Background: an optimization exercise with open tools, aiming at small area, a short achievable clock period and few clock cycles. Do not read the settings as production practice.
Function was checked by simulation only, so behaviour that the tests miss may differ from the original.
Power is estimated from default activity; no workload was simulated.

Setup of build 46:
==> flow/design.v (excerpt) <==
module oarva_core (
    input  wire        clk,
    input  wire        rst,           
    input  wire [2:0]  core_id,       
    input  wire        shadow,        
    output wire [11:0] imem_addr,
    input  wire [31:0] imem_rdata,
    output wire [10:0] dmem_addr,
    output wire [3:0]  dmem_we,
    output wire [31:0] dmem_wdata,
    input  wire [31:0] dmem_rdata,
    output wire        halted,
    output wire [3:0]  exc_cause,     
    output wire [11:0] halt_pc,       
    output wire [23:0] exc_addr,      
    output wire [3:0]  flags          
);
    localparam [3:0] EXC_ILLEGAL     = 4'h1,
                     EXC_DMEM_BOUNDS = 4'h2,
                     EXC_TRAP        = 4'h6;
    localparam [2:0] R_ADD = 3'd0, R_LOG = 3'd1, R_SHF = 3'd2, R_MUL = 3'd3,
                     R_B   = 3'd4, R_ST = 3'd5;
    reg        halted_q;
    reg        fz, fn, fc, fv;
    reg [3:0]  cause_q;
    reg [11:0] epc_q;
    reg [23:0] eaddr_q;
    reg [32*31-1:0] rf;       
    reg [31:1] rv;
    reg [11:0] pc_f;          
    reg [11:0] d_pc;          
    reg        d_valid;
    reg        replay;        
    reg [31:0] ir_hold;
    reg        ex_valid;
    reg [11:0] ex_pc;
    reg [31:0] ex_a, ex_b;
    reg [15:0] ex_imm;
    reg [4:0]  ex_rd;
    reg        ex_we;         
    reg [2:0]  ex_rsel;
    reg        ex_sub;
    reg [1:0]  ex_cin;        
    reg        ex_set_zn, ex_set_cv, ex_set_sh;
    reg [1:0]  ex_lop;        
    reg [1:0]  ex_shk;        
    reg        ex_mulh, ex_muls;
    reg        ex_load, ex_store;
    reg [2:0]  ex_mk;         
    reg        ex_w4, ex_w2;   
    reg        take_reg;      
    reg        redir_q;       
    reg        ex_ill, ex_halt, ex_trap;
    reg [2:0]  mc;
    reg [31:0] acc_s, acc_c;
    reg        acc_co;
    reg [31:0] mlo_w;
    reg [10:0] mem_addr;
    reg [3:0]  st_we;
    reg        m_we;          
    reg [4:0]  m_rd;
    reg        m_load;
    reg [2:0]  m_lk;
    reg [1:0]  m_alo;
    reg [31:0] m_res;
    reg        m_mul;         
    reg        m_mulh;
    reg        wb_we;
    reg [4:0]  wb_rd;
    reg        wb_load;
    reg [2:0]  wb_lk;
    reg [1:0]  wb_lo;
    reg [31:0] wb_res;
    reg [31:0] ld_val;
    always @(*) begin
        case (wb_lk)
            3'd0: ld_val = dmem_rdata;
  ...
==> flow/config.mk <==
export PLATFORM = sky130hd
export DESIGN_NAME = oarva_core
export DESIGN_NICKNAME = oarva_core
export VERILOG_FILES = /design/flow/design.v
export SDC_FILE = /design/flow/constraint.sdc
export NUM_CORES = 4
export LEC_CHECK = 0
export CAP_MARGIN = 20
export CELL_PAD_IN_SITES_DETAIL_PLACEMENT = 1
export CORE_MARGIN = 2
export CORE_UTILIZATION = 40
export PLACE_DENSITY = 0.55
export SLEW_MARGIN = 20
==> flow/constraint.sdc <==
create_clock -name core_clock -period 16.0 [get_ports {clk}]
set_input_delay 3.2000 -clock core_clock [delete_from_list [all_inputs] [get_ports {clk}]]
set_output_delay 3.2000 -clock core_clock [all_outputs]
set_load 0.01 [all_outputs]
standard.sh (not shown) runs the stock make flow with config.mk's settings and CLKGATE_MAP_FILE= SYNTH_SCRIPT=/design/flow/synth_recipe.tcl, a recipe that flattens the netlist after the stock synthesis.
==> flow/flow/run.sh <==
#!/bin/bash
export SETUP_SLACK_MARGIN=11
export TNS_END_PERCENT=0
bash standard.sh > standard.log 2>&1
Build 46 finished every stage and its layout cleared the timing, DRC and antenna checks.
Testbench counts of build 46, summed over its fixed seeds: cycles 47,625.
Modified inputs, build 55 compared to build 46
--- a/flow/config.mk
+++ b/flow/config.mk
@@ -10,4 +10,4 @@
 export CORE_MARGIN = 2
-export CORE_UTILIZATION = 40
-export PLACE_DENSITY = 0.55
+export CORE_UTILIZATION = 35
+export PLACE_DENSITY = 0.45
 export SLEW_MARGIN = 20
Findings:
- Looking at the reports, build 46 completed the entire flow and the layout it produced met the timing, DRC and antenna checks.
- Having completed the whole flow, build 55 delivered a layout that passed the timing, DRC and antenna checks.
- Wire length per cell was lower in build 46 than in build 55.
- Relative to build 46, area share of buffers outside the clock network decreased by 0.29 points in build 55.
- ~same required time at the worst-slack endpoint in build 46 and build 55
- Build 55 ended with more total of fill cells in the finished design than build 46.
- Looking at routed wire length, build 55 sits about 4% higher than build 46 does.
- Cell count after placement: build 55 vs build 46 up 390
- The number of gates resized after cts of build 55 exceeds that of build 46 by 16%.
- In the metrics for build 46 and build 55, the one carrying the higher delay of the slowest cell on the worst path is build 55.
- Against build 46, build 55 comes in 0.3 points lower on combinational power share.
- Build 55 — number of global-route vias before repair 978 lower, build 46 as reference
- Compare build 46 and build 55 | global-route usage lower: build 55
The following lists how build 59 was set up differently from build 55:
--- a/flow/config.mk
+++ b/flow/config.mk
@@ -8,6 +8,4 @@
 export CAP_MARGIN = 20
-export CELL_PAD_IN_SITES_DETAIL_PLACEMENT = 1
 export CORE_MARGIN = 2
-export CORE_UTILIZATION = 35
-export PLACE_DENSITY = 0.45
+export CORE_UTILIZATION = 40
 export SLEW_MARGIN = 20
Having completed the whole flow, build 59 delivered a layout that passed the timing, DRC and antenna checks.
The end point of the critical path comes out ex_b[10] in one run and ex_b[12] in the other, namely in build 55 and build 59 respectively.
Going from build 55 to build 59, buffer count excluding the clock tree in the final layout now smaller; clock skew saw an increase.
Status: combinational power share parity (build 59, build 55)
Build 59 against build 55: via count moved down, fmax moved down, max-slew headroom at the worst pin moved up, later-pin clock latency in the skew report level.
Here is what was changed in the inputs of build 73 compared with build 59.
--- a/flow/config.mk
+++ b/flow/config.mk
@@ -8,4 +8,6 @@
 export CAP_MARGIN = 20
+export CELL_PAD_IN_SITES_DETAIL_PLACEMENT = 1
 export CORE_MARGIN = 2
-export CORE_UTILIZATION = 40
+export CORE_UTILIZATION = 30
+export PLACE_DENSITY = 0.4
 export SLEW_MARGIN = 20
==> comparison <==
[build 73] clock network fraction of design power rose 2.1 points relative to build 59. Setup slack in build 73 is larger than in build 59. Going from build 59 to build 73, total power of the final layout picked up an extra about 5%, sequential share of layout area lost 1.3 points, final design area excluding fillers picked up an extra 3.6%. Looking at start point of the critical path, the imem_rdata[4] result is from build 73; the imem_rdata[11] one comes from build 59.

==> afterwards: timing with drivers on the ports <==
In the flow no input, the clock included, has a driving cell. The finished layouts below were timed again as built, in two steps. Step 1: set_driving_cell puts a clkbuf_16 on clk and a buf_2 on each other input, an assumption about the parent block. Step 2 moves the port delays by t, midway between the first and last clock arrival at a register: inputs arrive t later, outputs are due t later. That takes back most of the time a late clock gives input paths. a / b / c = ideal / step 1 / step 2; a / b = the first two.
| run | shift t [ns] | slack for setup (ns) | worst register clock-pin slew, ns | worst slew at a driven data input, ns |
|---|---|---|---|---|
| build 46 | 0.933 | 10.363 / 10.401 / 9.468 | 0.07 / 0.07 | 0.10 |
| build 55 | 0.937 | 10.475 / 10.539 / 9.602 | 0.07 / 0.07 | 0.08 |
| build 59 | 0.926 | 10.123 / 10.179 / 9.253 | 0.07 / 0.07 | 0.08 |
| build 73 | 0.957 | 10.438 / 10.469 / 9.556 | 0.07 / 0.07 | 0.07 |
After both steps every run listed still meets setup and hold. For build 46, which loses most, drivers alone change the setup slack by +0.038 ns; drivers and shift together by -0.895 ns.
